Source: an optimization exercise on an open RTL-to-GDS flow (aim: small area, a short achievable clock period and few clock cycles per item). Production flows keep margins and buffers that such runs may drop. Only simulation tests tie the RTL to the original design; equivalence was not proved. Power and IR drop assume default switching activity.

Design bf_rescale, start of the top module:
module bf_rescale (
    input  wire        clk,
    input  wire        rst,
    input  wire        start,
    input  wire [63:0] mask,
    input  wire [1:0]  rs_cap,
    output wire        ready,
    output reg         rd_en,
    output wire [5:0]  rd_addr,
    input  wire [31:0] rd_data,
    output reg         out_valid,
    output reg  [5:0]  out_idx,
    output reg  [12:0] out_i,
    output reg  [12:0] out_q,
    output reg         done,
    output wire [15:0] s_out,
    output wire [4:0]  exp_out,
    output wire        null_out
);
==> flow/config.mk <==
export PLATFORM = sky130hd
export DESIGN_NAME = bf_rescale
export DESIGN_NICKNAME = bf_rescale
export VERILOG_FILES = /design/flow/design.v
export SDC_FILE = /design/flow/constraint.sdc
export NUM_CORES = 4
export LEC_CHECK = 0
export CAP_MARGIN = 20
export CORE_MARGIN = 2
export CORE_UTILIZATION = 40
export PLACE_DENSITY = 0.6
export SLEW_MARGIN = 20
==> flow/constraint.sdc <==
create_clock -name core_clock -period 12.0 [get_ports {clk}]
set_input_delay 2.4000 -clock core_clock [delete_from_list [all_inputs] [get_ports {clk}]]
set_output_delay 2.4000 -clock core_clock [all_outputs]
set_load 0.01 [all_outputs]
standard.sh (not shown) runs the stock make flow with config.mk's settings and CLKGATE_MAP_FILE= SYNTH_SCRIPT=/design/flow/synth_recipe.tcl, a recipe that flattens the netlist after the stock synthesis.
==> flow/flow/run.sh <==
#!/bin/bash
# The standard layout (standard.sh, unchanged synthesis and steps) with three settings:
#  - the setup repair aims for a slack margin of 8.3 ns below the 12 ns clock, so that it
#    works on every path longer than 3.7 ns rather than only on paths over 12 ns;
#  - the port buffers are buf_2 rather than the default delay cell;
#  - clock tree clusters of at most 20 flip-flops within 100 um.
# Each tool's full output is in the ORFS logs under orfs/logs/; make's output is in
# standard_make.log beside this script's work folder.
set -euo pipefail
bash standard.sh SETUP_SLACK_MARGIN=8.3 CTS_CLUSTER_SIZE=20 CTS_CLUSTER_DIAMETER=100 SLEW_MARGIN=5 CAP_MARGIN=5 \
    "BUFFER_PORTS_ARGS=-buffer_cell sky130_fd_sc_hd__buf_2" finish > standard_make.log 2>&1
Testbench counts at the start, summed over its fixed seeds: cycles 43,495, items 384.
Edit:
--- a/flow/flow/run.sh
+++ b/flow/flow/run.sh
@@ -9,3 +9,3 @@
 set -euo pipefail
-bash standard.sh SETUP_SLACK_MARGIN=8.3 CTS_CLUSTER_SIZE=20 CTS_CLUSTER_DIAMETER=100 SLEW_MARGIN=5 CAP_MARGIN=5 \
+bash standard.sh SETUP_SLACK_MARGIN=8.3 CTS_CLUSTER_SIZE=20 CTS_CLUSTER_DIAMETER=100 \
     "BUFFER_PORTS_ARGS=-buffer_cell sky130_fd_sc_hd__buf_2" finish > standard_make.log 2>&1
Effect:
- The changed run ran to the end with no violations
- worst setup slack hardly moves
- sequential cell count stays the same
- global-route usage does not change
- area after synthesis is unchanged
- cell area is about the same
- non-clock buffer count stays the same
- routed wire length stays flat
- cell count stays flat
- worst hold slack is about the same
- via count hardly moves
Edit:
--- a/flow/flow/run.sh
+++ b/flow/flow/run.sh
@@ -5,3 +5,3 @@
 #  - the port buffers are buf_2 rather than the default delay cell;
-#  - clock tree clusters of at most 20 flip-flops within 100 um.
+#  - clock tree clusters of at most 25 flip-flops within 100 um.
 # Each tool's full output is in the ORFS logs under orfs/logs/; make's output is in
@@ -9,3 +9,3 @@
 set -euo pipefail
-bash standard.sh SETUP_SLACK_MARGIN=8.3 CTS_CLUSTER_SIZE=20 CTS_CLUSTER_DIAMETER=100 \
+bash standard.sh SETUP_SLACK_MARGIN=8.3 CTS_CLUSTER_SIZE=25 CTS_CLUSTER_DIAMETER=100 GPL_TIMING_DRIVEN=0 \
     "BUFFER_PORTS_ARGS=-buffer_cell sky130_fd_sc_hd__buf_2" finish > standard_make.log 2>&1
After rerunning: First-iteration DRC count grows by 31%; die area stays the same; non-clock buffer count increases by 145; combinational power increases by about 3%; global-route usage came out higher by 1.3 points; hold slack gains 0.0030 ns.
Edit:
==> flow/flow/run.sh (replaced) <==
#!/bin/bash
# The standard layout, with the setup repair aiming for a margin below the clock period
# and plain buffers (not delay cells) on the ports.
set -euo pipefail
bash standard.sh SETUP_SLACK_MARGIN=8.3 "BUFFER_PORTS_ARGS=-buffer_cell sky130_fd_sc_hd__buf_2" finish > standard_make.log 2>&1
After rerunning:
- The changed run finished with timing, DRC and antenna clean
- non-clock buffer count goes down by 147
- fmax barely changes
- power goes up by 7.2%
- design area goes up by 1.5%
- hold slack gets worse by 0.021 ns
- routed wire length goes down by 4.7%
- core utilization goes up by 0.69 points
- via count goes down by 2.1%
- register-to-register slack barely changes
- critical path depth goes up by 1
- area after synthesis is unchanged
Edit:
==> flow/flow/run.sh (replaced) <==
#!/bin/bash
# The standard layout (standard.sh, unchanged synthesis and steps) with three settings:
#  - the setup repair aims for a slack margin of 8.3 ns below the 12 ns clock, so that it
#    works on every path longer than 3.7 ns rather than only on paths over 12 ns;
#  - the port buffers are buf_2 rather than the default delay cell;
#  - clock tree clusters of at most 20 flip-flops within 100 um.
# Each tool's full output is in the ORFS logs under orfs/logs/; make's output is in
# standard_make.log beside this script's work folder.
set -euo pipefail
bash standard.sh SETUP_SLACK_MARGIN=8.3 CTS_CLUSTER_SIZE=20 CTS_CLUSTER_DIAMETER=100 CORE_UTILIZATION=55 PLACE_DENSITY=0.75 \
    "BUFFER_PORTS_ARGS=-buffer_cell sky130_fd_sc_hd__buf_2" finish > standard_make.log 2>&1
Outcome: Worst setup slack loses 0.016 ns; worst hold slack loses 0.015 ns; final area decreases by 3.9%; combinational power decreases by about 2%; synthesized cell count is unchanged; total power decreases by about 7%; maximum frequency decreases by about 0.43%; count of clock-buffer cells in the layout decreases by 31; synthesized area stays the same.
Edit:
==> flow/flow/run.sh (replaced) <==
#!/bin/bash
# The standard layout, with the setup repair aiming for a margin below the clock period
# and plain buffers (not delay cells) on the ports.
set -euo pipefail
bash standard.sh SETUP_SLACK_MARGIN=8.6 "BUFFER_PORTS_ARGS=-buffer_cell sky130_fd_sc_hd__buf_2" finish > standard_make.log 2>&1
Global-route usage drops by 6.6 points.
Clock power climbs by well over a third.
Total power goes up by roughly a tenth.

* * *

run D:
bf_rescale, a different RTL version from the one above (not shown whole).
For scale: about 3400 cells after synthesis, roughly 480 flip-flops, roughly 170 I/O pins, roughly 0.031 mm² of cells after synthesis.
==> flow/config.mk <==
export PLATFORM = sky130hd
export DESIGN_NAME = bf_rescale
export DESIGN_NICKNAME = bf_rescale
export VERILOG_FILES = /design/flow/design.v
export SDC_FILE = /design/flow/constraint.sdc
export NUM_CORES = 4
export LEC_CHECK = 0
export CAP_MARGIN = 20
export CORE_MARGIN = 2
export CORE_UTILIZATION = 40
export PLACE_DENSITY = 0.6
export SLEW_MARGIN = 20
==> flow/constraint.sdc <==
create_clock -name core_clock -period 12.0 [get_ports {clk}]
set_input_delay 2.4000 -clock core_clock [delete_from_list [all_inputs] [get_ports {clk}]]
set_output_delay 2.4000 -clock core_clock [all_outputs]
set_load 0.01 [all_outputs]
==> flow/flow/run.sh <==
#!/bin/bash
# The standard layout, with the setup repair aiming for a margin below the clock period.
set -euo pipefail
bash standard.sh SETUP_SLACK_MARGIN=8 finish > standard_make.log 2>&1
Testbench counts of run D, summed over its fixed seeds: cycles 43,308, items 384.
Here is what was changed in the inputs of run A compared with run D.
==> flow/flow/run.sh <==
#!/bin/bash
# The standard layout, with the setup repair aiming for a margin below the clock period
# and plain buffers (not delay cells) on the ports.
set -euo pipefail
bash standard.sh SETUP_SLACK_MARGIN=8 "BUFFER_PORTS_ARGS=-buffer_cell sky130_fd_sc_hd__buf_2" finish > standard_make.log 2>&1
Run A reports a lower part of the total power dissipated in the clock network than run D does.
Of run D and run A, run A shows the higher fraction of met3 tracks used by global routing, with run D below it.
On critical path depth in cells, the lower figure sits with run A, not run D.
For the tightest hold margin, run A came in 0.018 ns lower than run D did.

* * *

RTL: one of the versions met above, not the one the previous note started from.
For scale: about 3100 cells after synthesis, roughly 460 flip-flops, roughly 29000 um2 of cells after synthesis.
Settings: LEC_CHECK=0, CAP_MARGIN=20, CORE_MARGIN=2, CORE_UTILIZATION=40, PLACE_DENSITY=0.6, SLEW_MARGIN=20; clock period 12.0 ns.
==> flow/flow/run.sh <==
#!/bin/bash
# The standard layout, with the setup repair aiming for a margin below the clock period
# and plain buffers (not delay cells) on the ports.
set -euo pipefail
bash standard.sh SETUP_SLACK_MARGIN=8.3 CTS_CLUSTER_SIZE=20 CTS_CLUSTER_DIAMETER=100 "BUFFER_PORTS_ARGS=-buffer_cell sky130_fd_sc_hd__buf_2" finish > standard_make.log 2>&1
Testbench counts at the start, summed over its fixed seeds: cycles 43,495, items 384.
Rerun with:
==> flow/flow/run.sh (replaced) <==
#!/bin/bash
# The standard layout (standard.sh, unchanged synthesis and steps) with three settings:
#  - the setup repair aims for a slack margin of 8.3 ns below the 12 ns clock, so that it
#    works on every path longer than 3.7 ns rather than only on paths over 12 ns;
#  - the port buffers are buf_2 rather than the default delay cell;
#  - clock tree clusters of at most 20 flip-flops within 100 um.
# Each tool's full output is in the ORFS logs under orfs/logs/; make's output is in
# standard_make.log beside this script's work folder.
set -euo pipefail
bash standard.sh SETUP_SLACK_MARGIN=8.3 CTS_CLUSTER_SIZE=25 CTS_CLUSTER_DIAMETER=100 \
    "BUFFER_PORTS_ARGS=-buffer_cell sky130_fd_sc_hd__buf_2" finish > standard_make.log 2>&1
=> Clock power decreases by 6.8%. Via count fell by 0.39%. Maximum frequency barely changes. Register-to-register slack loses 60 ps. Global-route usage hardly moves. Die area stays the same. Power falls by 0.68%. Worst setup slack gains 6.3 ps.
Rerun with:
==> flow/flow/run.sh (replaced) <==
#!/bin/bash
# The standard layout (standard.sh) with the standard flow's synthesis script, except that ABC maps
# with flow/abc_nf.script (area-oriented &nf mapping) instead of ORFS's speed script, and:
#  - the setup repair aims for a slack margin of 8.3 ns below the 12 ns clock;
#  - the port buffers are buf_2 rather than the default delay cell;
#  - clock tree clusters of at most 20 flip-flops within 100 um.
# Each tool's full output is in the ORFS logs under orfs/logs/; make's output is in
# standard_make.log.
set -euo pipefail
here=$(pwd)
{
  echo "proc abc {args} { set i [lsearch \$args -script]; if {\$i >= 0} { lset args [expr {\$i + 1}] $here/flow/abc_nf.script }; yosys abc {*}\$args }"
  cat synth_recipe.tcl
} > my_synth.tcl
bash standard.sh SYNTH_SCRIPT=$here/my_synth.tcl SETUP_SLACK_MARGIN=8.3 CTS_CLUSTER_SIZE=20 CTS_CLUSTER_DIAMETER=100 \
    "BUFFER_PORTS_ARGS=-buffer_cell sky130_fd_sc_hd__buf_2" finish > standard_make.log 2>&1
==> flow/flow/abc_nf.script (new file) <==
strash
&get -n
&fraig -x
&put
dc2
strash
&get -n
&dch -f
&nf
&put
buffer -c
upsize
dnsize
The changed run went through all stages and came out clean.
Die area went down by about 6.5%.
Area after synthesis went down by 6.6%.
Non-clock buffer count went up by 265.
Rerun with:
==> flow/flow/run.sh (replaced) <==
#!/bin/bash
# The standard layout (standard.sh, unchanged synthesis and steps) with three settings:
#  - the setup repair aims for a slack margin of 8.3 ns below the 12 ns clock, so that it
#    works on every path longer than 3.7 ns rather than only on paths over 12 ns;
#  - the port buffers are buf_2 rather than the default delay cell;
#  - clock tree clusters of at most 20 flip-flops within 100 um.
# Each tool's full output is in the ORFS logs under orfs/logs/; make's output is in
# standard_make.log beside this script's work folder.
set -euo pipefail
bash standard.sh SETUP_SLACK_MARGIN=8.3 CTS_CLUSTER_SIZE=25 CTS_CLUSTER_DIAMETER=100 CORE_UTILIZATION=55 PLACE_DENSITY=0.75 \
    "BUFFER_PORTS_ARGS=-buffer_cell sky130_fd_sc_hd__buf_2" finish > standard_make.log 2>&1
removed: flow/flow/abc_nf.script
Hold slack gets better by 5.2 ps; synthesized cell count goes up by 9.7%; power goes down by 10%; count of clock-buffer cells in the layout goes down by 8; design area goes down by 6.3%; routed wire length goes down by 5.7%; area after synthesis goes up by 7.0%; critical path depth goes down by 34; global-route usage goes up by 5.2 points; core utilization goes up by 10 points; clock skew goes down by 5.6 ps.

[port drivers added, routing unchanged]
No port has a modelled driver above. Below, the same layouts with a new extraction and two added sets of constraints. Step 1 assumes that a clkbuf_16 drives the clock port and a buf_2 every other input. Step 2 adds t to the input delays and takes it off the output delays; t is the mean of the earliest and latest rising clock arrival at the registers after step 1. Input paths then give back, and output paths get back, about the clock's delay inside the block. Slacks: ideal / step 1 / step 2; pairs: ideal / step 1.
run	shift t [ns]	setup slack, ns	worst data-port slew with drivers (ns)	cell pins on the clock port's net
the first run of note 1	0.653	8.343 / 8.279 / 8.257	0.11	1
the second run of note 1	0.653	8.342 / 8.279 / 8.265	0.11	1
the third run of note 1	0.655	8.350 / 8.285 / 8.346	0.12	1
the fourth run of note 1	0.650	8.355 / 8.291 / 8.269	0.11	1
the fifth run of note 1	0.652	8.339 / 8.281 / 8.290	0.10	1
the sixth run of note 1	0.649	8.374 / 8.311 / 8.233	0.12	1
run D	0.689	8.056 / 7.999 / 7.658	0.05	1
run A	0.677	8.192 / 8.122 / 7.692	0.06	1
the first run of note 3	0.653	8.342 / 8.279 / 8.265	0.11	1
the second run of note 3	0.646	8.348 / 8.286 / 8.272	0.11	1
the third run of note 3	0.660	7.041 / 7.041 / 7.041	0.08	1
the fourth run of note 3	0.641	8.351 / 8.293 / 8.314	0.10	1
After both steps every run listed still meets setup and hold. For run A, which loses most, drivers alone change the setup slack by -0.070 ns; drivers and shift together by -0.500 ns.
